Context: an optimization exercise on an open-source flow, tuned for small area, a short achievable clock period and few clock cycles per item. The choices shown serve that exercise and are no tape-out recipe.
Where RTL was checked, it was by simulation tests only, not by an equivalence proof against the original.
For run 2, only the layout was checked, not whether the RTL still works.
Power and IR drop assume default switching activity.

==> flow/design.v <==
module mbcq_enc #(
    parameter integer L  = 36,      
    parameter integer RP = 33,      
    parameter integer HQ = 2        
) (
    input  wire        clk,
    input  wire        rst,         
    input  wire        in_valid,
    output wire        in_ready,
    input  wire        in_last,     
    input  wire [1:0]  in_fmt,      
    input  wire [1:0]  in_k,        
    input  wire [31:0] in_elem,     
    output wire        out_valid,
    input  wire        out_ready,
    output wire        out_hdr,     
    output wire        out_last,    
    output wire [15:0] out_data
);
    localparam integer QW = (HQ > 2) ? 2 : 1;       
    function automatic [4:0] lzc23;      
        input [22:0] v;
        integer i;
        begin
            lzc23 = 5'd23;
            for (i = 0; i < 23; i = i + 1)
                if (v[i]) lzc23 = 5'd23 - i[4:0];
        end
    endfunction
    wire        i_f16  = (in_fmt == 2'd2);
    wire        i_b16  = (in_fmt == 2'd1);
    wire        i_s    = (i_f16 || i_b16) ? in_elem[15] : in_elem[31];
    wire [7:0]  i_ex   = i_f16 ? {3'b000, in_elem[14:10]} : i_b16 ? in_elem[14:7] : in_elem[30:23];
    wire [22:0] i_man  = i_f16 ? {in_elem[9:0], 13'h0} : i_b16 ? {in_elem[6:0], 16'h0} : in_elem[22:0];
    wire [4:0]  i_lz   = i_f16 ? lzc23({in_elem[9:0], 13'h0}) :
                         i_b16 ? lzc23({in_elem[6:0], 16'h0}) : lzc23(in_elem[22:0]);
    reg        rdy;               
    reg        busy;              
    reg        a_v, a_last, a_s, a_f16;
    reg [1:0]  a_k;
    reg [7:0]  a_ex;
    reg [22:0] a_man;
    reg [4:0]  a_lz;              
    assign in_ready = rdy;
    always @(posedge clk) begin
        a_s    <= i_s;
        a_ex   <= i_ex;
        a_man  <= i_man;
        a_lz   <= i_lz;
        a_f16  <= i_f16;
        a_k    <= in_k;
        a_last <= in_last;
        if (rst) a_v <= 1'b0;
        else     a_v <= in_valid & !busy;
    end
    wire        a_spec = a_f16 ? (a_ex[4:0] == 5'h1F) : (a_ex == 8'hFF);
    wire        a_sub  = (a_ex == 8'd0);
    wire        a_zero = a_sub && (a_man == 23'd0);
    wire [8:0]  a_base = a_f16 ? 9'd369 : 9'd257;       
    wire [8:0]  a_ebf  = a_sub ? a_base - {4'b0000, a_lz} : a_base - 9'd1 + {1'b0, a_ex};
    wire [8:0]  a_eb   = a_spec ? 9'h1FF : a_zero ? 9'd0 : a_ebf;
    wire [8:0]  a_ebm  = (a_spec || a_zero) ? 9'd0 : a_ebf;    
    wire [22:0] c_frac = a_sub ? (a_man << a_lz) : a_man;
    wire [25:0] c_word = {a_s, a_eb, c_frac[22:8], |c_frac[7:0]};
    reg [4:0]  bcnt;              
    reg [8:0]  e_run;             
    reg        esc_run;
    reg [1:0]  k_run;
    wire [8:0] e_new   = (a_ebm > e_run) ? a_ebm : e_run;
    wire       esc_new = esc_run | a_spec;
    wire [1:0] k_new   = (bcnt == 5'd0) ? a_k : k_run;
    wire       b_end   = a_v && (a_last || bcnt == 5'd31);
    reg [16:0]   hq [0:HQ-1];
    reg [QW-1:0] hq_wp, hq_rp;
    reg [QW:0]   hq_cnt;
    always @(posedge clk) begin
        if (b_end) hq[hq_wp] <= {esc_new, e_new, k_new, bcnt};
    end
    always @(posedge clk) begin
        if (rst) begin
            bcnt    <= 5'd0;
            e_run   <= 9'd0;
            esc_run <= 1'b0;
            hq_wp   <= {QW{1'b0}};
        end else if (a_v) begin
            if (b_end) begin
                bcnt    <= 5'd0;
                e_run   <= 9'd0;
                esc_run <= 1'b0;
                hq_wp   <= (hq_wp == HQ - 1) ? {QW{1'b0}} : hq_wp + 1'b1;
            end else begin
                bcnt    <= bcnt + 5'd1;
                e_run   <= e_new;
                esc_run <= esc_new;
                k_run   <= k_new;
            end
        end
    end
    reg [25:0]  ring [0:L-1];
    reg [L-1:0] ring_v;
    integer w;
    always @(posedge clk) begin
        ring[0] <= a_v ? c_word : ring[L-1];
        for (w = 1; w < L; w = w + 1)
            ring[w] <= ring[w - 1];
    end
    reg        o1_v;
    reg        adv_q;             
    wire       adv = !o1_v;
    reg        have;
    reg [5:0]  wpos;
    reg        rd_act;            
    reg [4:0]  rd_rem;            
    reg [9:0]  rd_eoff;           
    reg [1:0]  rd_k;
    reg        rd_esc;
    wire [16:0] hq_h     = hq[hq_rp];
    wire        hq_any   = (hq_cnt != 0);
    wire        at_rd    = have && (wpos == RP);
    wire        iss_hdr  = adv && !rd_act && hq_any && have && (wpos == RP - 1);
    wire        iss_code = adv && rd_act && at_rd;
    wire [8:0]  h_emax   = hq_h[15:7];
    wire        h_nz     = (h_emax != 9'd0);
    wire [1:0]  h_k      = hq_h[6:5];
    wire        h_esc    = hq_h[16];
    wire [8:0]  h_e      = h_nz ? h_emax + 9'd129 : 9'd0;      
    reg        nx_any;
    reg [5:0]  nx_pos;
    integer q;
    always @(*) begin
        nx_any = 1'b0;
        nx_pos = 6'd0;
        for (q = RP + 1; q < L; q = q + 1)
            if (ring_v[q]) begin nx_any = 1'b1; nx_pos = q; end
        for (q = 0; q < RP; q = q + 1)
            if (ring_v[q]) begin nx_any = 1'b1; nx_pos = q; end
    end
    always @(posedge clk) begin
        if (rst) begin
            ring_v <= {L{1'b0}};
            have   <= 1'b0;
        end else begin
            ring_v <= {ring_v[L-2:0], a_v | ring_v[L-1]} & ~({{(L-1){1'b0}}, iss_code} << (RP + 1));
            if (iss_code) begin
                have <= nx_any || a_v;
                wpos <= !nx_any ? 6'd0 : (nx_pos == L - 1) ? 6'd0 : nx_pos + 6'd1;
            end else if (have) begin
                wpos <= (wpos == L - 1) ? 6'd0 : wpos + 6'd1;
            end else if (a_v) begin
                have <= 1'b1;
                wpos <= 6'd0;
            end
        end
    end
    always @(posedge clk) begin
        if (rst) begin
            rd_act <= 1'b0;
            hq_rp  <= {QW{1'b0}};
        end else if (iss_hdr) begin
            rd_act  <= 1'b1;
            rd_rem  <= hq_h[4:0];
            rd_eoff <= !h_nz ? 10'h3FF : {1'b0, h_emax} + {9'd0, h_esc} +
                       ((h_k == 2'd0) ? 10'd10 : (h_k == 2'd1) ? 10'd6 : 10'd2);
            rd_k    <= h_k;
            rd_esc  <= h_esc;
            hq_rp   <= (hq_rp == HQ - 1) ? {QW{1'b0}} : hq_rp + 1'b1;
        end else if (iss_code) begin
            rd_rem <= rd_rem - 5'd1;
            if (rd_rem == 5'd0) rd_act <= 1'b0;
        end
    end
    wire [QW:0] hq_nx  = hq_cnt + b_end - iss_hdr;
    always @(posedge clk) begin
        if (rst) hq_cnt <= {(QW+1){1'b0}};
        else     hq_cnt <= hq_nx;
    end
    wire [25:0] r1_w  = ring[RP];
    wire [8:0]  r1_eb = r1_w[24:16];
    wire [9:0]  r1_d  = rd_eoff - {1'b0, r1_eb};
    wire        r1_z  = (r1_d[9:5] != 5'd0);         
    wire [16:0] r1_h  = {1'b1, r1_w[15:0]};
    wire [33:0] x_sh  = {r1_h, 17'h0} >> r1_d[4:0];
    wire [14:0] x_q   = r1_z ? 15'd0 : x_sh[31:17];
    wire        x_rnd = !r1_z && x_sh[16] && ((|x_sh[15:0]) || x_sh[17]);
    reg        r2_v, r2_hdr, r2_last, r2_rnd, r2_s, r2_spec, r2_nan, r2_esc;
    reg [14:0] r2_q;
    reg [1:0]  r2_k;
    always @(posedge clk) begin
        if (rst) r2_v <= 1'b0;
        else if (adv) r2_v <= iss_hdr || iss_code;
        if (adv_q) begin
            r2_hdr  <= iss_hdr;
            r2_last <= iss_code && (rd_rem == 5'd0);
            r2_q    <= iss_hdr ? {6'd0, h_e} : x_q;
            r2_rnd  <= x_rnd;
            r2_s    <= r1_w[25];
            r2_spec <= (r1_eb == 9'h1FF);
            r2_nan  <= (r1_w[15:0] != 16'd0);
            r2_esc  <= iss_hdr ? h_esc : rd_esc;
            r2_k    <= rd_k;
        end
    end
    reg [14:0] hi_mask;       
    reg [15:0] kmask, top;    
    always @(*) begin
        case (r2_k)
            2'd0:    begin kmask = 16'h00FF; top = 16'h0080; end
            2'd1:    begin kmask = 16'h0FFF; top = 16'h0800; end
            default: begin kmask = 16'hFFFF; top = 16'h8000; end
        endcase
        case ({r2_k, r2_esc})
            3'b000:  hi_mask = 15'h7F80;
            3'b001:  hi_mask = 15'h7FC0;
            3'b010:  hi_mask = 15'h7800;
            3'b011:  hi_mask = 15'h7C00;
            3'b101, 3'b111: hi_mask = 15'h4000;
            default: hi_mask = 15'h0000;
        endcase
    end
    wire        ovf  = ((r2_q & hi_mask) != 15'd0) || (((r2_q | hi_mask) == 15'h7FFF) && r2_rnd);
    wire [15:0] lim  = {1'b0, ~hi_mask};
    wire [15:0] sgn_q = ({1'b0, r2_q} ^ {16{r2_s}}) + {15'd0, r2_s ^ r2_rnd};
    wire [15:0] sgn_l = r2_s ? ~lim + 16'd1 : lim;
    wire [15:0] sgn   = ovf ? sgn_l : sgn_q;
    reg [15:0] code;
    always @(*) begin
        if (r2_hdr)
            code = {r2_esc, 6'b000000, r2_q[8:0]};
        else if (r2_spec)
            code = r2_nan ? top : r2_s ? top + 16'd1 : top - 16'd1;
        else
            code = sgn & kmask;
    end
    reg        o0_v, o0_hdr, o0_last, o1_hdr, o1_last;
    reg        o0_e;                           
    reg [15:0] o0_data, o1_data;
    wire       w_v  = adv && r2_v;             
    wire       o0_ld = o0_e || out_ready;      
    always @(posedge clk) begin
        if (rst) begin
            o0_v  <= 1'b0;
            o0_e  <= 1'b1;
            o1_v  <= 1'b0;
            adv_q <= 1'b1;
        end else begin
            if (o0_ld) o0_v <= o1_v || w_v;
            if (o0_ld) o0_e <= !(o1_v || w_v);
            o1_v  <= o1_v ? !o0_ld : (w_v && !o0_ld);
            adv_q <= o1_v ? o0_ld : !(w_v && !o0_ld);
        end
        if (o0_ld) begin
            o0_hdr  <= o1_v ? o1_hdr  : r2_hdr;
            o0_last <= o1_v ? o1_last : r2_last;
            o0_data <= o1_v ? o1_data : code;
        end
        if (!o1_v) begin
            o1_hdr  <= r2_hdr;
            o1_last <= r2_last;
            o1_data <= code;
        end
    end
    reg  [5:0] lpos;              
    always @(posedge clk) begin
        if (rst || a_v) lpos <= 6'd0;
        else            lpos <= (lpos == L - 1) ? 6'd0 : lpos + 6'd1;
    end
    wire a_ends   = a_v ? (!b_end && bcnt == 5'd30) : (bcnt == 5'd31);
    wire take_now = in_valid && !busy;
    wire take_end = take_now && (in_last || a_ends);
    wire [5:0] lpos_w  = a_v ? 6'd1 : (lpos >= L - 2) ? lpos + 6'd2 - L : lpos + 6'd2;
    wire       start   = a_v ? b_end : (bcnt == 5'd0);
    wire       unwound = !have || (wpos < L - 2 && wpos + 6'd2 >= lpos_w);
    wire       slot_ok = !ring_v[L-3] || (iss_code && RP == L - 3);
    wire       idle_ok = start ? (lpos_w != 6'd0 && unwound && (hq_nx < HQ))
                               : (lpos_w == 6'd0);
    wire       rdy_nx  = slot_ok && (take_now ? !take_end : idle_ok);
    always @(posedge clk) begin
        if (rst) begin
            rdy  <= 1'b1;
            busy <= 1'b0;
        end else begin
            rdy  <= rdy_nx;
            busy <= !rdy_nx;
        end
    end
    assign out_valid = o0_v;
    assign out_hdr   = o0_hdr;
    assign out_last  = o0_last;
    assign out_data  = o0_data;
endmodule
==> flow/flow/run.sh <==
#!/bin/bash
# Own layout flow: the standard ORFS flow (standard.sh), with the ports
# buffered by a plain buffer instead of the delay-cell buffer ORFS picks.
# The make output goes to flow.log in the work folder; ORFS's own per-step
# logs stay under orfs/logs/.
set -euo pipefail
bash standard.sh \
  "BUFFER_PORTS_ARGS=-buffer_cell sky130_fd_sc_hd__buf_2" \
  SETUP_SLACK_MARGIN=11.5 \
  finish > flow.log 2>&1
==> flow/standard.sh <==
#!/bin/bash
# synth_recipe.tcl (not shown) runs the flow's synth.tcl, then flattens the netlist and writes it again
# the make line also repeats each setting of config.mk as NAME=value (left out here)
make -C /OpenROAD-flow-scripts/flow DESIGN_CONFIG=/design/flow/config.mk WORK_HOME=/design/flow/orfs CLKGATE_MAP_FILE= SYNTH_SCRIPT=/design/flow/synth_recipe.tcl "${@:-finish}"
==> flow/config.mk <==
export PLATFORM = sky130hd
export DESIGN_NAME = mbcq_enc
export DESIGN_NICKNAME = mbcq_enc
export VERILOG_FILES = /design/flow/design.v
export SDC_FILE = /design/flow/constraint.sdc
export NUM_CORES = 4
export LEC_CHECK = 0
export CAP_MARGIN = 20
export CORE_MARGIN = 2
export CORE_UTILIZATION = 70
export CTS_BUF_LIST = sky130_fd_sc_hd__clkbuf_8
export CTS_CLUSTER_DIAMETER = 70
export CTS_CLUSTER_SIZE = 14
export PLACE_DENSITY = 0.8
export SLEW_MARGIN = 20
==> flow/constraint.sdc <==
create_clock -name core_clock -period 16.0 [get_ports {clk}]
set_input_delay 3.2000 -clock core_clock [delete_from_list [all_inputs] [get_ports {clk}]]
set_output_delay 3.2000 -clock core_clock [all_outputs]
set_load 0.01 [all_outputs]
==> impl_metrics.ini, run 1 <==
[timing]
finClkSkew_ps = 46.9
min_period_ps = 4510
rsz0062_at_grt = yes
fin_setup_tns_ps = 0
hold_viol = 0
setup_viol = 0
post-route-period-util = 0.282
slew_viol_final = 0
max_freq_ghz = 0.222
relSlewSlack = 0.326
worst_pin_slew_ps = 1000

[yosys]
synth_area_per_cell_sq_um = 13.0
mappedNetlistNets = 2649
synth_top_area_share = 0.647
synth-seq-cells = 1169
synth-edff-count = 102
yosysTopAreaCell = dfxtp_1
yosys_warnings = 2
synth_cells = 2544
async_flop_share = 0
synth_ff_type = dfxtp_1
synth.distinct_cells = 85
synth.area.top_cells = dfxtp_1 65%, edfxtp_1 9.3%, ha_1 2.4%
syn_area_sq_um = 33000
yosysSeqAreaShare = 0.740

[die]
core-area_sq_um = 46600
dieHeight_microns = 221
pin_count = 61
die_w_microns = 221
floorplan.rows = 79
start_util = 0.709
dieArea_sq_um = 48900

[drt]
via_per_inst = 5.50
first_iter_violations = 1197
drt_pass1_iterations = 7
drt_wl_total_mm = 57.8
drc = 0
drt-met1-wl_mm = 26.0
wl_per_cell_microns = 17.7
vias = 17900
met2WireLength_mm = 27.3
dr.max_layer_used = met4
antenna_left = 0
met3_length_mm = 3.12

[clocking]
clock-sinks = 1169
cts.path.max_buffers = 3
numCtsBuffers = 94
h-tree-depth = 3
post_cts_buffers = 0
cts.clk_slew.worst_paths_ps = 90
cts_tree = yes
cts-root-buf = clkbuf_8
clk_latency_ps = 720

[power_and_ir_drop]
sw_frac_of_total = 0.221
p_leak_uw = 0.0146
power_frac_comb = 0.051
p_int_uw = 3880
pwr_density_cell_nw_per_um2 = 141
p_sw_uw = 1100
vdd.ir_drop.worst_mv = 0.165
power_frac_seq = 0.660
clkPwrFrac = 0.289

[min_path]
hp-start = ring[31][1]$_DFF_P_
whs_path_depth = 0
hold_path_class = flop to flop
min_to = ring[32][1]$_DFF_P_

[critical_path]
crit_type = flop to primary output
crit_path_max_fanout = 1
end_kind = primary output
path_buf_inv = 1
rr_worst_depth = 14
cpPeakStageDelay_ps = 430
rr_endpoint = e_run[0]$_SDFFE_PP0P_
path_cells = buf_2
worst_ep_arrival_time_ps = 1310
critPathRequiredTime_ps = 12800
worstReg2RegStart = a_lz[2]$_DFF_P_
critPathTopFamily = flip-flops
cp-start-kind = flop
cp_slowest_cell = edfxtp_1
ff2ff_setup_slack_ps = 11910

[placed_design]
gp_congestion = 0.871
io_buffers = 60
dp_hpwl_mm = 38.2
placed_cells = 3138

[global_routing]
first_global_vias = 17900
grt_first_pass_wirelength_mm = 94.1
track_usage = 0.240
grt_start_max_net_pins = 71
grt-ovfl-total = 0
antenna_found_initial = 2

[flow_run]
cap_violations = 0

[cells_and_area]
area_delta_synth_final_pct = 7.13
drive_gt1_frac = 0.0935
final_cells = 3260
nNetsFinal = 2732

[run_status]
outcome = timing/DRC/antenna clean
-- stage by stage --
stage	util	setup WS, ps	hold slack (ps)	power (uW)	instance area (sq um)
4_1_cts	0.759	11430	299	5010	35300
3_5_place_dp	0.726	10960	312	3600	33800
5_1_grt	0.759	11430	321	5170	35400
3_3_place_gp	0.726	11020	310	3580	33800
2_1_floorplan	-	11550	310	3490	33000
6_report	0.759	11490	296	4970	35400
-- layout by cell type, fill, tap and decap left out, types with 9 or more instances in the layout --
cell      count
nor4_1       20
o31ai_1      11
a221oi_1     12
clkbuf_8     96
o22ai_1      30
nand2_1     151
nor2_1      168
xor2_1       35
inv_1       100
a22o_1       12
nand3_1      32
a21o_1        9
edfxtp_1    102
mux2i_1      72
xnor2_1      36
ha_1         62
a211oi_1     16
o21ai_0      96
buf_4        14
nand4_1      10
nor2b_1      50
and3_1       15
nor3_1       41
a31oi_1      14
buf_2        60
dfxtp_1    1063
and2_1       21
a21oi_1     107
or3_1        12
mux2_2       30
mux4_2        9
nand2b_1     18
or2_2        10
-- Yosys cell counts, types with 11 or more instances --
cell type,count
a22o_1,12
a21oi_1,107
ha_1,62
nand2_1,151
edfxtp_1,102
nor2b_1,50
or3_1,12
xor2_1,36
a31oi_1,14
o31ai_1,11
nor3_1,41
mux2i_1,72
a211oi_1,16
and2_1,21
and3_1,15
mux2_2,30
a221oi_1,12
inv_1,84
nor2_1,168
nand3_1,32
nand2b_1,18
o21ai_0,96
buf_2,18
o22ai_1,31
xnor2_1,36
dfxtp_1,1067
nor4_1,20
clkbuf_1,56
-- power groups by stage --
stage / Sequential [uW] / Combinational [uW] / Clock, uW
3_3_place_gp: 3340 / 241 / 0
4_1_cts: 3290 / 248 / 1470
5_1_grt: 3310 / 279 / 1580
3_5_place_dp: 3350 / 246 / 0
6_report: 3280 / 252 / 1440
2_1_floorplan: 3300 / 182 / 0
-- final cells by class --
| cell class | count | area [sq um] |
|---|---|---|
| timing repair buffer | 74 | 405 |
| inverter | 86 | 324 |
| multi-input combinational | 1202 | 7920 |
| sequential | 1169 | 24400 |
| clock buffer | 96 | 1320 |
| fill | 2888 | 11200 |
| antenna | 1 | 2.50 |
| clock inverter | 25 | 193 |
| tap | 607 | 759 |
-- cell families (layout without fill, tap and decap cells) --
logic type	count (synthesis)	in the layout	synth area share
compound gates	372	372	0.0706
xor+xnor	72	72	0.0191
fa+ha+maj	64	64	0.0247
buf+inv	173	281	0.0209
flops	1169	1169	0.740
mux	111	111	0.0382
other cells	0	1	0
simple gates	583	583	0.0863
-- worst reg2reg max path, stage by stage, from the launching register on --
cell and delay [ps]:
dfxtp_2 630, clkinv_2 380, ha_1 330, a21oi_1 220, xnor2_1 150, nor2_1 50
a21oi_1 170, nor2_1 110, ha_1 220, a2111oi_0 390, o21ai_0 150, a221o_1 390
o41a_2 240, and2_1 290, a22o_1 260
-- flip-flops by register name (all words and copies together) (netlist names), 2 cells and up, named ones only --
register / flops
ring: 936
ring_v: 36
hq: 34
a_man: 23
o0_data: 16
o1_data: 16
r2_q: 15
rd_eoff: 10
e_run: 9
a_ex: 8
lpos: 6
wpos: 6
a_lz: 5
bcnt: 5
rd_rem: 5
a_k: 2
hq_cnt: 2
k_run: 2
r2_k: 2
rd_k: 2
-- how the worst max path moves through the flow --
stage | start | end | slack, ps | cells after the start
after detailed placement | rst | e_run[7]$_SDFFE_PP0P_ | 10960 | 7
after CTS | o0_data[2]$_DFFE_PN_ | out_data[2] | 11430 | 1
after floorplan | in_elem[3] | a_lz[1]$_DFF_P_ | 11550 | 9
after global placement | rst | e_run[3]$_SDFFE_PP0P_ | 11020 | 7
after global routing | o0_data[5]$_DFFE_PN_ | out_data[5] | 11430 | 1
final | o0_data[2]$_DFFE_PN_ | out_data[2] | 11490 | 1
-- routing by layer --
metal | vias to the layer above | global-route usage
met5 | - | 0
met4 | 0 | 0.0753
met3 | 123 | 0.0437
met2 | 539 | 0.393
met1 | 8496 | 0.327
li1 | 8762 | -
-- timing repair --
action,4_1_cts,5_1_grt
gates resized for setup,3,3
hold buffers,0,0
endpoints found under the hold margin,0,0
endpoints found under the setup margin,33,24
Testbench counts, summed over its fixed seeds: cycles 377,913, items 363,761.
==> run 2, diff against run 1 <==
--- a/flow/design.v
+++ b/flow/design.v
@@ -1,5 +1,5 @@
 module mbcq_enc #(
-    parameter integer L  = 36,      
+    parameter integer L  = 35,      
     parameter integer RP = 33,      
     parameter integer HQ = 2        
 ) (
@@ -269,11 +269,18 @@
     wire take_end = take_now && (in_last || a_ends);
     wire [5:0] lpos_w  = a_v ? 6'd1 : (lpos >= L - 2) ? lpos + 6'd2 - L : lpos + 6'd2;
     wire       start   = a_v ? b_end : (bcnt == 5'd0);
-    wire       unwound = !have || (wpos < L - 2 && wpos + 6'd2 >= lpos_w);
-    wire       slot_ok = !ring_v[L-3] || (iss_code && RP == L - 3);
-    wire       idle_ok = start ? (lpos_w != 6'd0 && unwound && (hq_nx < HQ))
-                               : (lpos_w == 6'd0);
-    wire       rdy_nx  = slot_ok && (take_now ? !take_end : idle_ok);
+    wire       unwound = !have || ((wpos < L - 2 || iss_code) && wpos + 6'd2 >= lpos_w);
+    wire       rd_act_nx = iss_hdr ? 1'b1 : (iss_code && rd_rem == 5'd0) ? 1'b0 : rd_act;
+    wire       next_w    = iss_code || (have && wpos == RP - 1);
+    wire       o1n_0     = !o0_e && (o1_v || w_v);       
+    wire       read_1    = next_w && rd_act_nx;
+    wire       read_0    = read_1 && !o1n_0;
+    wire       slot_1    = !ring_v[L-3] || read_1;
+    wire       slot_0    = !ring_v[L-3] || read_0;
+    wire       idle_ok   = start ? (lpos_w != 6'd0 && unwound && (hq_nx < HQ))
+                                 : (lpos_w == 6'd0);
+    wire       pace_ok   = take_now ? !take_end : idle_ok;
+    wire       rdy_nx    = (out_ready ? slot_1 : slot_0) && pace_ok;
     always @(posedge clk) begin
         if (rst) begin
             rdy  <= 1'b1;
==> run 2 against run 1 <==
Design area down 0.75%. Register-to-register slack worse by 160 ps. Critical path type unchanged. Wire length up 3.2%. Sequential cell count down 27. Synthesized area down 0.68%. Combinational power up 6%. Fmax up 1.4%. Largest cell class unchanged.
==> impl_metrics.ini, run 2 <==
[critical_path]
crit_type = flop to primary output
cp.depth = 1
cp-start-kind = flop
worstReg2RegStart = a_ex[5]$_SDFF_PP0_
path_buf_inv = 1
crit_path_max_fanout = 1
worst_ep_arrival_time_ps = 1250
end_kind = primary output
rr_worst_depth = 15
crit_start = o0_data[8]$_DFFE_PN_
critPathRequiredTime_ps = 12800
cp_slowest_cell = edfxtp_1
ff2ff_setup_slack_ps = 11750
critPathTopFamily = flip-flops
cpPeakStageDelay_ps = 390
path_cells = buf_2

[cells_and_area]
top_regs = ring: 910 flops, ring_v: 35 flops, hq: 34 flops
nNetsFinal = 2696
final_common_cell = dfxtp_1
drive_gt1_frac = 0.100
largest_register_ffs = 910
area_delta_synth_final_pct = 7.06
layout_common_cells = 1,039 x dfxtp_1, 157 x nor2_1, 144 x nand2_1
top_register = ring

[yosys]
synth_area_per_cell_sq_um = 13.1
synth-xor-area-share = 0.0200
yosysSeqAreaShare = 0.729
yosysTopAreaCell = dfxtp_1
synth_top_area_share = 0.635
yosys_warnings = 2
synth_ff_type = dfxtp_1
synth-seq-cells = 1142
async_flop_share = 0
synth.area.top_cells = dfxtp_1 64%, edfxtp_1 9.3%, ha_1 2.5%
synthMostInstantiatedCell = dfxtp_1
synth_cells = 2507
synth_top_family_by_area = simple AND/OR/NAND/NOR gates
mappedNetlistNets = 2616
synth_mux_area_frac = 0.0434
yosys.area_share.simple = 0.0894
syn_area_sq_um = 32800
synthTopCellsByCount = 1,040 x dfxtp_1, 158 x nor2_1, 145 x nand2_1
synth_compound_area_frac = 0.0716
synth-edff-count = 102
synth.distinct_cells = 90
synth_fa_ha_area_frac = 0.0264

[clocking]
numCtsBuffers = 93
clk_latency_ps = 700
clock-sinks = 1142
post_cts_buffers = 0
cts.path.max_buffers = 3
h-tree-depth = 3
cts.clk_slew.worst_paths_ps = 90
cts-root-buf = clkbuf_8
cts_tree = yes

[drt]
drt_wl_total_mm = 59.6
vias = 17900
wl_per_cell_microns = 18.5
drc = 0
via_per_inst = 5.57
drt_pass1_iterations = 5
antenna_left = 0
first_iter_violations = 1389

[timing]
worst_pin_slew_ps = 1090
fin_setup_tns_ps = 0
finClkSkew_ps = 35.9
hold_viol = 0
rsz0062_at_grt = yes
post-route-period-util = 0.278
slew_viol_final = 0
max_freq_ghz = 0.225
relSlewSlack = 0.273
setup_viol = 0
min_period_ps = 4450

[die]
dieArea_sq_um = 48600
die_w_microns = 220
core-area_sq_um = 46400
floorplan.rows = 79
start_util = 0.707
pin_count = 61
dieHeight_microns = 220

[global_routing]
antenna_found_initial = 2
grt_first_pass_wirelength_mm = 95.1
track_usage = 0.251
grt_start_max_net_pins = 58
first_global_vias = 18000
grt-ovfl-total = 0

[run_status]
outcome = timing/DRC/antenna clean

[power_and_ir_drop]
p_leak_uw = 0.0142
pwr_density_cell_nw_per_um2 = 140
vdd.ir_drop.worst_mv = 0.136
design_power_total_uw = 4910

[placed_design]
gp_congestion = 0.868
io_buffers = 60
dp_hpwl_mm = 39.7

[min_path]
whs_path_depth = 0
hold_path_class = flop to flop
hp-start = ring[5][16]$_DFF_P_

[flow_run]
cap_violations = 0
-- run 2: cell types whose count changed in the layout (fill, tap and decap cells not counted), sizes merged, moves of 8 or more --
cell,previous run,this run
o21a,2,11
dfxtp,1067,1040
mux4,9,21
nor2,168,159
a21oi,107,88
nor2b,50,58
and3,16,8
inv,103,88
a31oi,14,6
nor4,20,32
-- run 2: timing repair --
item	CTS	global route
hold buffers	0	0
pin swaps	0	1
gates resized for setup	2	5
endpoints found under the setup margin	10	28
-- run 2: per-layer routing --
| layer | part of all wire | track usage | vias up |
|---|---|---|---|
| li1 | - | - | 8697 |
| met1 | 0.44 | 0.332 | 8536 |
| met2 | 0.48 | 0.426 | 577 |
| met3 | 0.051 | 0.0452 | 111 |
| met4 | 0.025 | 0.0765 | 0 |
| met5 | 0 | 0 | - |
-- run 2: metrics by stage --
step	setup slack [ps]	hold slack (ps)	util	area [sq um]	cells
global placement	10810	310	0.724	33600	3099
floorplan	11500	310	-	32800	2507
finish	11550	299	0.757	35100	3219
CTS	11500	305	0.756	35100	3218
global route	11490	317	0.757	35100	3219
detailed placement	10680	312	0.724	33600	3099
-- run 2: final timing paths --
check / endpoint
worst max register to register: hq[1][15]$_DFFE_PP_
worst min register to register: ring[6][16]$_DFF_P_
worst max-delay path: out_data[8]
worst min-delay path: ring[6][16]$_DFF_P_
-- run 2: cell type report --
type | count | area (sq um)
Sequential cell | 1142 | 23900
Fill cell | 2805 | 11300
Multi-Input combinational cell | 1202 | 8240
Clock buffer | 97 | 1340
Tap cell | 607 | 759
Timing Repair Buffer | 75 | 417
Inverter | 73 | 274
Clock inverter | 22 | 170
Antenna cell | 1 | 2.50
-- run 2: where the power goes --
part	switching, uW	internal [uW]	leakage, uW	total [uW]
combinational	158	108	0.00371	266
clock	851	572	0.000825	1420
sequential	94.2	3120	0.00964	3220
total	1100	3800	0.0142	4910
-- run 2: cells by family (layout without fill, tap and decap cells) --
logic type | count (synthesis) | after routing
buf+inv | 163 | 267
simple gates | 588 | 588
other cells | 0 | 1
compound gates | 358 | 358
flops | 1142 | 1142
xor+xnor | 75 | 75
fa+ha+maj | 68 | 68
mux | 113 | 113
==> run 3, diff against run 2 <==
--- a/flow/design.v
+++ b/flow/design.v
@@ -1,6 +1,6 @@
 module mbcq_enc #(
-    parameter integer L  = 35,      
-    parameter integer RP = 33,      
+    parameter integer L  = 34,      
+    parameter integer RP = 32,      
     parameter integer HQ = 2        
 ) (
     input  wire        clk,
--- a/flow/flow/run.sh
+++ b/flow/flow/run.sh
@@ -6,5 +6,4 @@
 set -euo pipefail
 bash standard.sh \
   "BUFFER_PORTS_ARGS=-buffer_cell sky130_fd_sc_hd__buf_2" \
-  SETUP_SLACK_MARGIN=11.5 \
   finish > flow.log 2>&1
==> run 3 against run 2 <==
Still clean. Combinational power is 6% lower. Clock-buffer cell count is 7 lower. Clock skew is 7.6 ps higher. Utilization is 0.083 points lower. Sequential power is 2% lower. First-iteration DRC count is 8.8% lower. Wire length is 3.5% lower. Register-to-register slack worse by 590 ps. Critical path type is now flop to flop. Critical endpoint is now e_run[2]$_SDFFE_PP0P_. Highest routed layer unchanged.
==> impl_metrics.ini, run 3 <==
[critical_path]
cp-start-kind = flop
cpPeakStageDelay_ps = 780
rr_worst_depth = 13
critPathRequiredTime_ps = 16600
ff2ff_setup_slack_ps = 11160
critPathMostFrequentCell = a21oi_1
end_kind = flop
worstReg2RegStart = a_lz[2]$_DFF_P_
crit_type = flop to flop
crit_path_max_fanout = 17
rr_endpoint = e_run[2]$_SDFFE_PP0P_
cp_slowest_cell = dfxtp_1
worst_ep_arrival_time_ps = 5440
path_cells = clkinv_1 -> ha_1 -> a21oi_1 -> xnor2_1 -> o21ai_0 -> nor2b_1 -> ha_1 -> or2_2 -> a21oi_1 -> a211oi_1 -> nor2_1 -> a21oi_1 -> o32ai_1

[cells_and_area]
top_regs = ring: 884 flops, hq: 34 flops, ring_v: 34 flops
layout_common_cells = 1,012 x dfxtp_1, 140 x nand2_1, 134 x nor2_1
area_delta_synth_final_pct = 6.79
drive_gt1_frac = 0.102
diodes = 0
nNetsFinal = 2628
final_common_cell = dfxtp_1
largest_register_ffs = 884
top_register = ring

[die]
dieArea_sq_um = 47500
floorplan.rows = 78
core-area_sq_um = 45300
pin_count = 61
start_util = 0.708
die_w_microns = 218
dieHeight_microns = 218

[placed_design]
io_buffers = 60
gp_congestion = 0.900
place_ws_ps = 10920
dp_hpwl_mm = 38.9

[global_routing]
first_global_vias = 17700
antenna_found_initial = 1
track_usage = 0.249
grt-ovfl-total = 0
grt_first_pass_wirelength_mm = 92.7
grt_start_max_net_pins = 66

[timing]
fin_setup_tns_ps = 0
finalWorstSetupSlack_ps = 11160
finClkSkew_ps = 43.4
post-route-period-util = 0.302
relSlewSlack = 0.277
rsz0062_at_grt = no
hold_viol = 0
min_period_ps = 4840
slew_viol_final = 0
setup_viol = 0
worst_pin_slew_ps = 1080
max_freq_ghz = 0.207

[clocking]
h-tree-depth = 3
cts.clk_slew.worst_paths_ps = 100
clk_latency_ps = 700
cts.path.max_buffers = 3
ctsHoldBuffers = 0
clock-sinks = 1115
cts_tree = yes
cts_resized = 0
numCtsBuffers = 89
cts-root-buf = clkbuf_8
post_cts_buffers = 0

[min_path]
whs_path_depth = 0
hp-start = ring[21][0]$_DFF_P_
min_to = ring[22][0]$_DFF_P_
hold_path_class = flop to flop

[yosys]
synth-xor-area-share = 0.0225
synthTopCellsByCount = 1,013 x dfxtp_1, 140 x nand2_1, 134 x nor2_1
synth_compound_area_frac = 0.0705
synth_cells = 2437
syn_area_sq_um = 32100
synth_mux_area_frac = 0.0459
async_flop_share = 0
synth.area.top_cells = dfxtp_1 63%, edfxtp_1 9.6%, ha_1 2.5%
synth_area_per_cell_sq_um = 13.2
synth_top_area_share = 0.633
synth_top_family_by_area = simple AND/OR/NAND/NOR gates
synth_fa_ha_area_frac = 0.0262
synth-edff-count = 102
synth_ff_type = dfxtp_1
synth-seq-cells = 1115
yosys_warnings = 2
synth.distinct_cells = 90
mappedNetlistNets = 2543
yosys.area_share.simple = 0.0851
yosysSeqAreaShare = 0.728
yosysTopAreaCell = dfxtp_1
synthMostInstantiatedCell = dfxtp_1

[drt]
drt_wl_total_mm = 57.5
vias = 17400
wl_per_cell_microns = 18.3
drt_pass1_iterations = 6
first_iter_violations = 1267
antenna_left = 0
via_per_inst = 5.53
drc = 0

[power_and_ir_drop]
power_frac_seq = 0.665
p_leak_uw = 0.0139
p_sw_uw = 1060
pwr_density_cell_nw_per_um2 = 138
sw_frac_of_total = 0.223
clkPwrFrac = 0.282
power_frac_comb = 0.053
p_int_uw = 3670
vdd.ir_drop.worst_mv = 0.114

[flow_run]
cap_violations = 0

[run_status]
outcome = timing/DRC/antenna clean
-- run 3: cell count changes after synthesis, sizes merged, moves of 10 or more --
cell    previous run  this run
dfxtp           1040      1013
nor2             159       134
inv               72        93
clkbuf            58        46
nor3              47        36
nor4              32        22
-- run 3: worst max path at each step --
stage,start,end,slack [ps],depth (start not counted)
finish,a_lz[2]$_DFF_P_,e_run[2]$_SDFFE_PP0P_,11160,13
global route,a_lz[2]$_DFF_P_,e_run[5]$_SDFFE_PP0P_,10650,13
CTS,a_lz[2]$_DFF_P_,hq[1][9]$_DFFE_PP_,11190,12
detailed placement,rst,e_run[2]$_SDFFE_PP0P_,10920,5
global placement,rst,e_run[1]$_SDFFE_PP0P_,10980,5
floorplan,out_ready,rdy$_SDFF_PP1_,11390,6
-- run 3: power groups by stage --
stage | clock [uW] | combinational (uW) | sequential [uW]
floorplan | 0 | 184 | 3160
global placement | 0 | 240 | 3190
detailed placement | 0 | 244 | 3210
CTS | 1370 | 246 | 3150
global route | 1470 | 274 | 3170
finish | 1330 | 250 | 3150
-- run 3: area by class of cell --
type                    count  area (sq um)
inverters                  94           355
flip-flops and latches   1115         23300
fillers                  2805         11000
multi-input cells        1153          8040
clock inverters            24           136
well taps                 600           751
clock buffers              90          1240
repair buffers             69           368
-- run 3: worst max-delay path, delay by kind of cell (launching register included) --
family	cells	cell delay, ps
fa+ha+maj	2	720
simple gates	3	1180
flops	1	780
buf+inv	1	640
xor+xnor	1	80
compound gates	6	1320
-- run 3: per-stage QoR --
step / power, uW / std cells / instance area (sq um) / hold WS, ps / utilization
3_5_place_dp: 3450 / 3031 / 32800 / 312 / 0.725
4_1_cts: 4770 / 3145 / 34200 / 290 / 0.756
5_1_grt: 4910 / 3145 / 34200 / 293 / 0.756
3_3_place_gp: 3430 / 3031 / 32800 / 311 / 0.725
6_report: 4730 / 3145 / 34200 / 290 / 0.756
2_1_floorplan: 3340 / 2437 / 32100 / 310 / -
-- run 3: layer usage --
layer  track usage  share of wire  vias to the layer above
met5             0              0                        -
met4        0.0828          0.026                        0
met3        0.0417          0.048                      149
met2         0.419           0.49                      538
met1         0.330           0.44                     8261
li1              -              -                     8458
-- run 3: cells by family (layout without fill, tap and decap cells) --
| family | after synthesis | count (layout) |
|---|---|---|
| xor gates and xnor gates | 79 | 79 |
| adders and majority gates | 66 | 66 |
| AOI/OAI and AO/OA | 353 | 353 |
| buffers and inverters | 169 | 277 |
| and+or+nand+nor | 540 | 540 |
| DFF | 1115 | 1115 |
| muxes | 115 | 115 |
Testbench counts of run 3, summed over its fixed seeds: cycles 377,724, items 363,761.
==> run 4, diff against run 3 <==
--- a/flow/flow/run.sh
+++ b/flow/flow/run.sh
@@ -6,4 +6,5 @@
 set -euo pipefail
 bash standard.sh \
   "BUFFER_PORTS_ARGS=-buffer_cell sky130_fd_sc_hd__buf_2" \
+  SETUP_SLACK_MARGIN=11.5 \
   finish > flow.log 2>&1
==> run 4 against run 3 <==
Still clean on timing, DRC and antenna. Fmax rose by 7.7%. Critical path depth fell by 12. Clock-buffer cell count did not move. Utilization barely moved. Final cell count barely moved. Register-to-register slack improved by 670 ps. Worst hold slack improved by 13 ps. Synthesized area did not move. Clock skew barely moved. Global-route usage fell by 0.45 points. Setup slack improved by 340 ps.
==> impl_metrics.ini, run 4 <==
[run_status]
outcome = timing/DRC/antenna clean

[placed_design]
gp_congestion = 0.898
placed_cells = 3031
io_buffers = 60
dp_hpwl_mm = 37.9
placed_cell_area_sq_um = 32800

[timing]
worst_pin_slew_ps = 1100
post-route-period-util = 0.281
finClkSkew_ps = 43.2
min_period_ps = 4490
max_freq_ghz = 0.223
rsz0062_at_grt = yes
hold_viol = 0
setup_viol = 0
fin_setup_tns_ps = 0
relSlewSlack = 0.266
slew_viol_final = 0

[yosys]
mappedNetlistNets = 2543
synth_ff_type = dfxtp_1
yosysTopAreaCell = dfxtp_1
yosysSeqAreaShare = 0.728
synth.distinct_cells = 90
synth_cells = 2437
synth_top_area_share = 0.633
syn_area_sq_um = 32100
yosys_warnings = 2
synth-seq-cells = 1115
async_flop_share = 0
synth.area.top_cells = dfxtp_1 63%, edfxtp_1 9.6%, ha_1 2.5%
synth_area_per_cell_sq_um = 13.2
synthMostInstantiatedCell = dfxtp_1
synth-edff-count = 102
synthTopCellsByCount = 1,013 x dfxtp_1, 140 x nand2_1, 134 x nor2_1

[cells_and_area]
final_util = 0.756
final_cells = 3148
largest_register_ffs = 884
layout_common_cells = 1,009 x dfxtp_1, 140 x nand2_1, 133 x nor2_1
area_delta_synth_final_pct = 6.85
final_common_cell = dfxtp_1
drive_gt1_frac = 0.104
top_regs = ring: 884 flops, hq: 34 flops, ring_v: 34 flops
top_register = ring
nNetsFinal = 2630
design_area_sq_um = 34300

[critical_path]
path_buf_inv = 1
crit_path_max_fanout = 1
cp-start-kind = flop
end_kind = primary output
crit_type = flop to primary output
cp_slowest_cell = edfxtp_1
cpPeakStageDelay_ps = 420
path_cells = buf_2
critPathRequiredTime_ps = 12800
worst_ep_arrival_time_ps = 1290
critPathTopFamily = flip-flops

[clocking]
clock-sinks = 1115
cts_tree = yes
ctsHoldBuffers = 0
cts.path.max_buffers = 3
cts-root-buf = clkbuf_8
h-tree-depth = 3
cts.clk_slew.worst_paths_ps = 90
numCtsBuffers = 89
clk_latency_ps = 710

[power_and_ir_drop]
p_leak_uw = 0.0140
pwr_density_cell_nw_per_um2 = 138
vdd.ir_drop.worst_mv = 0.150
design_power_total_uw = 4730

[global_routing]
track_usage = 0.244
grt_start_max_net_pins = 66
grt_first_pass_wirelength_mm = 91.2
first_global_vias = 17400
grt-ovfl-total = 0
antenna_found_initial = 1

[die]
floorplan.rows = 78
die_w_microns = 218
start_util = 0.708
core-area_sq_um = 45300
dieArea_sq_um = 47500
pin_count = 61
dieHeight_microns = 218

[flow_run]
cap_violations = 0

[drt]
drt_pass1_iterations = 7
vias = 17500
drc = 0
first_iter_violations = 1361
drt_wl_total_mm = 56.8
via_per_inst = 5.56
antenna_left = 0
wl_per_cell_microns = 18.0

[min_path]
hold_path_class = flop to flop
==> run 4: cell counts after synthesis <==
Identical to the previous run, type by type.
==> run 4: final timing paths <==
kind                             start                    end  slack, ps  cells after the start
setup / recovery  o0_data[1]$_DFFE_PN_            out_data[1]      11510                      1
hold / removal    ring[30][14]$_DFF_P_   ring[31][14]$_DFF_P_        300                      0
setup reg to reg       a_lz[3]$_DFF_P_  e_run[2]$_SDFFE_PP0P_      11830                     12
hold reg to reg   ring[30][14]$_DFF_P_   ring[31][14]$_DFF_P_        300                      0
==> run 4: cell families (layout without fill, tap and decap cells) <==
family	after synthesis	in the layout	synth area share
DFF	1115	1115	0.728
and+or+nand+nor	540	540	0.0851
AOI/OAI and AO/OA	353	353	0.0705
buffers and inverters	169	279	0.0217
muxes	115	115	0.0459
xor gates and xnor gates	79	79	0.0225
adders and majority gates	66	66	0.0262
other	0	1	0
==> run 4: repair_timing <==
| action | in CTS | in global routing |
|---|---|---|
| resized for setup | 2 | 5 |
| pin swaps | 0 | 1 |
| buffers inserted | 0 | 2 |
| hold endpoints to repair | 0 | 0 |
| setup endpoints to repair | 26 | 28 |
==> run 4: layer usage <==
| metal | routed length, microns | up-vias | track usage | share of wire |
|---|---|---|---|---|
| li1 | - | 8452 | - | - |
| met1 | 25200 | 8382 | 0.333 | 0.44 |
| met2 | 27200 | 544 | 0.398 | 0.48 |
| met3 | 2820 | 130 | 0.0430 | 0.050 |
| met4 | 1560 | 0 | 0.0848 | 0.027 |
| met5 | 0 | - | 0 | 0 |
==> run 4: final cells by class <==
class | count | area [sq um]
diodes | 1 | 2.50
clock buffers | 90 | 1240
clock inverters | 24 | 124
fillers | 2813 | 11000
inverters | 94 | 357
multi-input cells | 1153 | 8050
flip-flops and latches | 1115 | 23300
well taps | 600 | 751
repair buffers | 71 | 385
==> run 4: per-stage QoR <==
stage,setup slack [ps],hold slack [ps]
2_1_floorplan,11510,310
3_3_place_gp,10910,310
3_5_place_dp,10760,312
4_1_cts,11450,305
5_1_grt,11460,312
6_report,11510,302
==> run 4: power by group <==
part           total [uW]  switching, uW  internal [uW]
logic                 249            146            103
clock network        1330            815            515
registers            3150           93.2           3050
total                4730           1050           3670
==> run 5, diff against run 4 <==
--- a/flow/config.mk
+++ b/flow/config.mk
@@ -7,9 +7,9 @@
 export LEC_CHECK = 0
 export CAP_MARGIN = 20
 export CORE_MARGIN = 2
-export CORE_UTILIZATION = 70
+export CORE_UTILIZATION = 80
 export CTS_BUF_LIST = sky130_fd_sc_hd__clkbuf_8
 export CTS_CLUSTER_DIAMETER = 70
 export CTS_CLUSTER_SIZE = 14
-export PLACE_DENSITY = 0.8
+export PLACE_DENSITY = 0.9
 export SLEW_MARGIN = 20
==> run 5 against run 4 <==
Highest routed layer is now met5. Worst hold slack got worse by 1.5 ps. Wire length up 24%. Fmax down 0.91%. Synthesized cell count unchanged. Synthesized area did not move. Combinational power is 8.8% higher. Setup slack got worse by 41 ps.
==> impl_metrics.ini, run 5 <==
[cells_and_area]
fillers = 1718
area_delta_synth_final_pct = 6.62
drive_gt1_frac = 0.105
seq_area_sq_um = 23300
top_regs = ring: 884 flops, hq: 34 flops, ring_v: 34 flops
nNetsFinal = 2629
multi_input_area_sq_um = 8060
top_register = ring
layout_common_cells = 1,010 x dfxtp_1, 140 x nand2_1, 133 x nor2_1
final_common_cell = dfxtp_1
largest_register_ffs = 884

[yosys]
yosysSeqAreaShare = 0.728
synth_cells = 2437
synthTopCellsByCount = 1,013 x dfxtp_1, 140 x nand2_1, 134 x nor2_1
synth_mux_area_frac = 0.0459
yosys.area_share.simple = 0.0851
synth.distinct_cells = 90
synth-xor-area-share = 0.0225
synth-seq-cells = 1115
synth_ff_type = dfxtp_1
synth_area_per_cell_sq_um = 13.2
synth.area.top_cells = dfxtp_1 63%, edfxtp_1 9.6%, ha_1 2.5%
yosysTopAreaCell = dfxtp_1
synthMostInstantiatedCell = dfxtp_1
synth-edff-count = 102
synth_fa_ha_area_frac = 0.0262
async_flop_share = 0
mappedNetlistNets = 2543
synth_compound_area_frac = 0.0705
yosys_warnings = 2
synth_top_family_by_area = simple AND/OR/NAND/NOR gates
syn_area_sq_um = 32100
synth_top_area_share = 0.633

[drt]
antenna_left = 0
drc = 0
first_iter_violations = 2071
drt_pass1_iterations = 9
drt_wl_total_mm = 70.6
via_per_inst = 6.19
wl_per_cell_microns = 23.0
vias = 19000

[global_routing]
antenna_found_initial = 3
track_usage = 0.347
grt-ovfl-total = 0
grt_first_pass_wirelength_mm = 109
first_global_vias = 19400
grt_start_max_net_pins = 66
use_met1 = 0.409
gr-usage-met3 = 0.0820
grt-busiest-layer = met2
grtUsageMet2 = 0.585

[critical_path]
end_kind = primary output
cp-start-kind = flop
path_buf_inv = 1
path_cells = buf_2
cpPeakStageDelay_ps = 440
critPathTopFamily = flip-flops
worst_ep_arrival_time_ps = 1330
critPathRequiredTime_ps = 12800
worstReg2RegStart = a_lz[3]$_DFF_P_
crit_start = o0_data[13]$_DFFE_PN_
crit_path_max_fanout = 1
cp_slowest_cell = edfxtp_1
crit_type = flop to primary output

[die]
core-area_sq_um = 39600
dieArea_sq_um = 41700
pin_count = 61
floorplan.rows = 73
start_util = 0.809
dieHeight_microns = 204
die_w_microns = 204

[placed_design]
place_ws_ps = 10840
gp_congestion = 0.901
io_buffers = 60
dp_hpwl_mm = 44.5

[clocking]
clk_latency_ps = 720
cts_tree = yes
clock-sinks = 1115
h-tree-depth = 3
numCtsBuffers = 89
post_cts_buffers = 0
cts.path.max_buffers = 3
cts-root-buf = clkbuf_8
cts.clk_slew.worst_paths_ps = 110
ctsHoldBuffers = 0

[min_path]
hold_path_class = flop to flop
hp-start = ring[22][14]$_DFF_P_

[flow_run]
cap_violations = 0

[timing]
post-route-period-util = 0.283
worst_pin_slew_ps = 1080
relSlewSlack = 0.282
finalWorstSetupSlack_ps = 11470
min_period_ps = 4530
slew_viol_final = 0
hold_viol = 0
setup_viol = 0
rsz0062_at_grt = yes
fin_setup_tns_ps = 0
finClkSkew_ps = 42.8
max_freq_ghz = 0.221

[power_and_ir_drop]
p_leak_uw = 0.0140
pwr_density_cell_nw_per_um2 = 140
vdd.ir_drop.worst_mv = 0.145

[run_status]
outcome = timing/DRC/antenna clean
-- run 5: cell types whose count changed in the layout (fill, tap and decap cells not counted), sizes merged --
| cell | previous run | this run |
|---|---|---|
| clkbuf | 91 | 92 |
| clkinv | 3 | 2 |
| diode | 1 | 2 |
| inv | 113 | 110 |
-- run 5: routing by layer --
| layer | up-vias | share of wire |
|---|---|---|
| li1 | 8453 | - |
| met1 | 8959 | 0.37 |
| met2 | 1220 | 0.49 |
| met3 | 376 | 0.083 |
| met4 | 6 | 0.063 |
| met5 | - | 0.00062 |
-- run 5: worst paths after layout --
kind | end | slack (ps) | cells past startpoint
max | out_data[13] | 11470 | 1
min | ring[23][14]$_DFF_P_ | 300 | 0
max reg2reg | e_run[7]$_SDFFE_PP0P_ | 11600 | 14
min reg2reg | ring[23][14]$_DFF_P_ | 300 | 0
-- run 5: report_power, final --
group	switching, uW	internal [uW]
registers	113	3050
logic	167	104
clock network	839	524
total	1120	3680
-- run 5: stage by stage --
stage	utilization	hold slack (ps)	std cells	cell area [sq um]	total power [uW]
after floorplan	-	310	2437	32100	3340
after global placement	0.826	310	2956	32800	3430
after detailed placement	0.826	312	2956	32800	3470
after CTS	0.861	300	3068	34100	4800
after global routing	0.862	316	3069	34200	4940
final	0.862	301	3071	34200	4800
-- run 5: cell families after synthesis --
family / after synthesis
DFF: 1115
and+or+nand+nor: 540
AOI/OAI and AO/OA: 353
buffers and inverters: 169
muxes: 115
xor gates and xnor gates: 79
adders and majority gates: 66
-- run 5: timing repair --
action	CTS	global route
resized for setup	6	3
cloned	0	0
setup endpoints to repair	28	18
-- run 5: layout make-up --
cell class              instances  area share
well taps                     525      0.0192
diodes                          2    0.000146
flip-flops and latches       1115       0.683
clock inverters                20     0.00308
inverters                      94      0.0104
clock buffers                  92      0.0370
multi-input cells            1153       0.236
repair buffers                 70      0.0111
==> run 6, diff against run 5 <==
--- a/flow/config.mk
+++ b/flow/config.mk
@@ -7,9 +7,9 @@
 export LEC_CHECK = 0
 export CAP_MARGIN = 20
 export CORE_MARGIN = 2
-export CORE_UTILIZATION = 80
+export CORE_UTILIZATION = 70
 export CTS_BUF_LIST = sky130_fd_sc_hd__clkbuf_8
-export CTS_CLUSTER_DIAMETER = 70
-export CTS_CLUSTER_SIZE = 14
-export PLACE_DENSITY = 0.9
+export CTS_CLUSTER_DIAMETER = 50
+export CTS_CLUSTER_SIZE = 18
+export PLACE_DENSITY = 0.8
 export SLEW_MARGIN = 20
==> run 6 against run 5 <==
Sequential power about the same. Utilization down 11 points. First-iteration DRC count down 39%. Setup slack better by 60 ps. Largest power group unchanged.
==> impl_metrics.ini, run 6 <==
[run_status]
outcome = timing/DRC/antenna clean

[cells_and_area]
fillers = 2791
drive_gt1_frac = 0.107
final_common_cell = dfxtp_1
area_delta_synth_final_pct = 6.89
top_regs = ring: 884 flops, hq: 34 flops, ring_v: 34 flops
layout_common_cells = 1,009 x dfxtp_1, 140 x nand2_1, 133 x nor2_1
top_register = ring
largest_register_ffs = 884
nNetsFinal = 2619
design_area_sq_um = 34300

[placed_design]
gp_congestion = 0.898
dp_hpwl_mm = 37.9
placed_cell_area_sq_um = 32800
io_buffers = 60

[clocking]
clock-sinks = 1115
numCtsBuffers = 78
cts_tree = yes
cts.clk_slew.worst_paths_ps = 100
cts.path.max_buffers = 3
h-tree-depth = 3
clk_latency_ps = 690
cts-root-buf = clkbuf_8

[critical_path]
worst_ep_arrival_time_ps = 1270
crit_path_max_fanout = 1
path_cells = buf_2
cp_slowest_cell = edfxtp_1
path_buf_inv = 1
end_kind = primary output
cpPeakStageDelay_ps = 430
critPathTopFamily = flip-flops
critPathRequiredTime_ps = 12800
cp-start-kind = flop
crit_type = flop to primary output

[timing]
relSlewSlack = 0.262
setup_viol = 0
worst_pin_slew_ps = 1110
finClkSkew_ps = 39.0
hold_viol = 0
slew_viol_final = 0
post-route-period-util = 0.279
max_freq_ghz = 0.224
fin_setup_tns_ps = 0
min_period_ps = 4470
rsz0062_at_grt = yes

[drt]
first_iter_violations = 1256
drt_pass1_iterations = 5
drt_wl_total_mm = 56.8
vias = 17500
antenna_left = 0
drc = 0
via_per_inst = 5.56
wl_per_cell_microns = 18.0

[die]
die_w_microns = 218
pin_count = 61
dieHeight_microns = 218
floorplan.rows = 78
dieArea_sq_um = 47500
core-area_sq_um = 45300
start_util = 0.708

[global_routing]
grtUsageMet2 = 0.402
grt_first_pass_wirelength_mm = 91.3
grt-busiest-layer = met2
use_met1 = 0.331
first_global_vias = 17400
grt-ovfl-total = 0
antenna_found_initial = 1
grt_start_max_net_pins = 66
gr-usage-met3 = 0.0384
track_usage = 0.244

[power_and_ir_drop]
pwr_density_cell_nw_per_um2 = 138
p_leak_uw = 0.0139
vdd.ir_drop.worst_mv = 0.116

[yosys]
synth-seq-cells = 1115
synth.distinct_cells = 90
synth.area.top_cells = dfxtp_1 63%, edfxtp_1 9.6%, ha_1 2.5%
synthMostInstantiatedCell = dfxtp_1
yosys_warnings = 2
yosysTopAreaCell = dfxtp_1
async_flop_share = 0
yosysSeqAreaShare = 0.728
syn_area_sq_um = 32100
synthTopCellsByCount = 1,013 x dfxtp_1, 140 x nand2_1, 134 x nor2_1
synth_cells = 2437
synth_area_per_cell_sq_um = 13.2
synth_top_area_share = 0.633
synth-edff-count = 102
synth_ff_type = dfxtp_1
mappedNetlistNets = 2543

[flow_run]
cap_violations = 0

[min_path]
hold_path_class = flop to flop
==> run 6: cell families (layout without fill, tap and decap cells) <==
kind of cell	after synthesis	in the layout	synth area share
AND/OR/NAND/NOR	540	540	0.0851
XOR/XNOR	79	79	0.0225
other	0	1	0
multiplexers	115	115	0.0459
buffers and inverters	169	279	0.0217
adder cells (fa/ha/maj)	66	66	0.0262
AO/OA/AOI/OAI	353	353	0.0705
flip-flops	1115	1115	0.728
==> run 6: cell type report <==
cell class              instances  area (sq um)  area share
flip-flops and latches       1115         23300       0.681
clock inverters                32           248     0.00723
well taps                     600           751      0.0219
repair buffers                 71           385      0.0112
diodes                          1          2.50   0.0000730
inverters                      94           357      0.0104
multi-input cells            1153          8050       0.235
clock buffers                  82          1130      0.0329
==> run 6: per-layer routing <==
| layer | wire (microns) | vias up | part of all wire |
|---|---|---|---|
| met2 | 27200 | 552 | 0.48 |
| li1 | - | 8449 | - |
| met5 | 0 | - | 0 |
| met3 | 2850 | 133 | 0.050 |
| met4 | 1670 | 0 | 0.029 |
| met1 | 25000 | 8367 | 0.44 |
==> run 6: power breakdown <==
| group | total [uW] | switching [uW] | leakage (uW) | internal (uW) |
|---|---|---|---|---|
| registers | 3150 | 94.0 | 0.00945 | 3050 |
| logic | 248 | 145 | 0.00374 | 103 |
| clock network | 1340 | 836 | 0.000741 | 505 |
| total | 4740 | 1070 | 0.0139 | 3660 |
==> run 6: through the flow <==
stage / total power [uW] / setup WS (ps) / std cells / hold WS, ps / util
after floorplan: 3340 / 11510 / 2437 / 310 / -
after global placement: 3430 / 10910 / 3031 / 310 / 0.725
after detailed placement: 3450 / 10760 / 3031 / 312 / 0.725
after CTS: 4770 / 11470 / 3145 / 317 / 0.756
after global routing: 4910 / 11490 / 3148 / 320 / 0.757
final: 4740 / 11530 / 3148 / 321 / 0.757
==> run 6: path summary, 6_finish.rpt <==
path | start | end | slack [ps] | depth (start not counted)
setup / recovery | o0_data[1]$_DFFE_PN_ | out_data[1] | 11530 | 1
hold / removal | ring[31][25]$_DFF_P_ | ring[32][25]$_DFF_P_ | 320 | 0
setup reg to reg | a_lz[3]$_DFF_P_ | e_run[2]$_SDFFE_PP0P_ | 11870 | 12
hold reg to reg | ring[31][25]$_DFF_P_ | ring[32][25]$_DFF_P_ | 320 | 0
==> run 6: repair_timing <==
action,4_1_cts,5_1_grt
setup buffers,0,2
hold buffers,0,0
endpoints found under the setup margin,25,25
pin swaps,0,1
endpoints found under the hold margin,0,0
gates resized for setup,2,5
==> run 7, diff against run 6 <==
--- a/flow/config.mk
+++ b/flow/config.mk
@@ -8,8 +8,8 @@
 export CAP_MARGIN = 20
 export CORE_MARGIN = 2
 export CORE_UTILIZATION = 70
-export CTS_BUF_LIST = sky130_fd_sc_hd__clkbuf_8
-export CTS_CLUSTER_DIAMETER = 50
-export CTS_CLUSTER_SIZE = 18
+export CTS_BUF_LIST = sky130_fd_sc_hd__clkbuf_16
+export CTS_CLUSTER_DIAMETER = 70
+export CTS_CLUSTER_SIZE = 34
 export PLACE_DENSITY = 0.8
 export SLEW_MARGIN = 20
==> run 7 against run 6 <==
Global-route usage up 0.40 points. Die area unchanged. First-iteration DRC count up 13%. Clock-buffer cell count down 35. Utilization about the same. Non-clock buffer count down 2. Via count down 0.67%. Total power up 1.1%. Design area about the same. Worst hold slack worse by 7.3 ps. Sequential cell count unchanged. Critical endpoint unchanged. Largest cell class unchanged. Largest power group unchanged.
==> impl_metrics.ini, run 7 <==
[critical_path]
crit_path_max_fanout = 1
ff2ff_setup_slack_ps = 11840
crit_type = flop to primary output
worstReg2RegStart = a_ex[5]$_SDFF_PP0_
critPathTopFamily = flip-flops
cp-start-kind = flop
crit_start = o0_data[1]$_DFFE_PN_
worst_ep_arrival_time_ps = 1170
critPathRequiredTime_ps = 12800
path_cells = buf_2
rr_worst_depth = 12
cp_slowest_cell = edfxtp_1
cpPeakStageDelay_ps = 420
end_kind = primary output
path_buf_inv = 1
rr_endpoint = hq[1][9]$_DFFE_PP_

[clocking]
numCtsBuffers = 44
h-tree-depth = 2
ctsHoldBuffers = 0
cts.path.max_buffers = 3
clock-sinks = 1115
cts.clk_slew.worst_paths_ps = 110
cts_tree = yes
post_cts_buffers = 0
cts-root-buf = clkbuf_16
clk_latency_ps = 620

[die]
core-area_sq_um = 45300
dieHeight_microns = 218
die_w_microns = 218
floorplan.rows = 78
start_util = 0.708
dieArea_sq_um = 47500
pin_count = 61

[min_path]
hp-start = ring[11][16]$_DFF_P_
hold_path_class = flop to flop
min_to = ring[12][16]$_DFF_P_
whs_path_depth = 0

[cells_and_area]
drive_gt1_frac = 0.0914
design_area_sq_um = 34200
nNetsFinal = 2583
final_common_cell = dfxtp_1
diodes = 0
area_delta_synth_final_pct = 6.84
largest_register_ffs = 884
multi_input_area_sq_um = 8050
top_register = ring
layout_common_cells = 1,009 x dfxtp_1, 140 x nand2_1, 133 x nor2_1
fillers = 2789
top_regs = ring: 884 flops, hq: 34 flops, ring_v: 34 flops
seq_area_sq_um = 23300

[drt]
wl_per_cell_microns = 18.9
first_iter_violations = 1413
via_per_inst = 5.62
drt_pass1_iterations = 6
drc = 0
antenna_left = 0
vias = 17400
drt_wl_total_mm = 58.4

[timing]
hold_viol = 0
setup_viol = 0
slew_viol_final = 0
holdWs_ps = 313
max_freq_ghz = 0.229
relSlewSlack = 0.257
fin_setup_tns_ps = 0
rsz0062_at_grt = no
finalWorstSetupSlack_ps = 11630
post-route-period-util = 0.273
finClkSkew_ps = 49.1
min_period_ps = 4370
worst_pin_slew_ps = 1120

[power_and_ir_drop]
sw_frac_of_total = 0.224
pwr_density_cell_nw_per_um2 = 140
power_frac_comb = 0.052
p_int_uw = 3710
clkPwrFrac = 0.289
vdd.ir_drop.worst_mv = 0.135
power_frac_seq = 0.659
p_leak_uw = 0.0139
p_sw_uw = 1070

[placed_design]
dp_hpwl_mm = 37.9
gp_congestion = 0.898
placed_cell_area_sq_um = 32800
place_ws_ps = 10760
io_buffers = 60

[yosys]
synthMostInstantiatedCell = dfxtp_1
synth_ff_type = dfxtp_1
synthTopCellsByCount = 1,013 x dfxtp_1, 140 x nand2_1, 134 x nor2_1
synth_top_area_share = 0.633
synth-seq-cells = 1115
synth.distinct_cells = 90
synth_area_per_cell_sq_um = 13.2
synth.area.top_cells = dfxtp_1 63%, edfxtp_1 9.6%, ha_1 2.5%
yosysSeqAreaShare = 0.728
yosys_warnings = 2
mappedNetlistNets = 2543
syn_area_sq_um = 32100
yosysTopAreaCell = dfxtp_1
synth-edff-count = 102
synth_cells = 2437
async_flop_share = 0

[run_status]
outcome = timing/DRC/antenna clean

[global_routing]
track_usage = 0.248
first_global_vias = 17100
grt-ovfl-total = 0
grt_start_max_net_pins = 66
grt_first_pass_wirelength_mm = 92.3
antenna_found_initial = 1

[flow_run]
cap_violations = 0
[run 7: cell counts after synthesis]
No cell type changed its count.
[run 7: power by group through the flow]
stage          combinational, uW  sequential, uW  clock, uW
5_1_grt                      273            3170       1490
3_3_place_gp                 239            3190          0
4_1_cts                      247            3160       1410
6_report                     250            3150       1390
3_5_place_dp                 243            3210          0
2_1_floorplan                184            3160          0
[run 7: kinds of logic after synthesis]
kind of cell	Yosys count	share of synthesized area
DFF	1115	0.728
and+or+nand+nor	540	0.0851
AOI/OAI and AO/OA	353	0.0705
buffers and inverters	169	0.0217
muxes	115	0.0459
xor gates and xnor gates	79	0.0225
adders and majority gates	66	0.0262
[run 7: worst max path at each step]
stage	endpoint	slack (ps)	depth (start not counted)
floorplan	e_run[1]$_SDFFE_PP0P_	11510	4
finish	out_data[1]	11630	1
CTS	e_run[2]$_SDFFE_PP0P_	11550	4
global placement	e_run[1]$_SDFFE_PP0P_	10910	4
detailed placement	e_run[2]$_SDFFE_PP0P_	10760	4
global route	e_run[2]$_SDFFE_PP0P_	11580	4
[run 7: repair_timing]
item	CTS	global route
endpoints found under the setup margin	24	16
cloned	0	0
hold endpoints to repair	0	0
pin swaps	0	0
gates resized for setup	3	5
[run 7: per-stage QoR]
stage	util	std cells	total power (uW)
global route	0.756	3095	4940
finish	0.756	3095	4790
floorplan	-	2437	3340
detailed placement	0.725	3031	3450
global placement	0.725	3031	3430
CTS	0.756	3095	4810
[run 7: area by class of cell]
type	instances	area share
Sequential cell	1115	0.682
Inverter	94	0.0104
Multi-Input combinational cell	1153	0.235
Clock buffer	47	0.0343
Timing Repair Buffer	69	0.0108
Tap cell	600	0.0219
Clock inverter	17	0.00577
[run 7: metal layers]
metal  GRT usage  part of all wire  vias up
li1            -                 -     8359
met1       0.336              0.44     8357
met2       0.414              0.49      535
met3      0.0354             0.049      131
met4      0.0812             0.029        2
met5           0           0.00021        -

==> separate check: timing with driven ports <==
The flow's constraints put no driver on any port. The routed layouts listed below were extracted and timed again, unchanged, in two steps. Step 1 (the two cells are an assumption about what drives the block):
set clk [get_ports {clk}]
set_driving_cell -lib_cell sky130_fd_sc_hd__clkbuf_16 $clk
set_driving_cell -lib_cell sky130_fd_sc_hd__buf_2 [delete_from_list [all_inputs] $clk]
Step 2 also shifts input and output timing later by t, the mid clock arrival at the registers, as if the neighbouring blocks saw the same clock. Three values: no drivers, after step 1, after step 2; two values: the first two.
| run | shift t [ns] | setup WS [ns] | worst setup path at the end |
|---|---|---|---|
| run 1 | 0.752 | 11.493 / 11.437 / 10.884 | input to register |
| run 2 | 0.741 | 11.555 / 11.502 / 10.957 | input to register |
| run 3 | 0.736 | 11.164 / 11.164 / 10.936 | input to register |
| run 4 | 0.744 | 11.509 / 11.454 / 11.122 | input to register |
| run 5 | 0.751 | 11.468 / 11.414 / 11.043 | input to register |
| run 6 | 0.722 | 11.528 / 11.474 / 11.137 | input to register |
| run 7 | 0.657 | 11.634 / 11.572 / 11.085 | input to register |
After both steps every run listed still meets setup and hold. The setup slack of run 1, which loses most, moves by -0.056 ns with the drivers and by -0.609 ns with both steps.
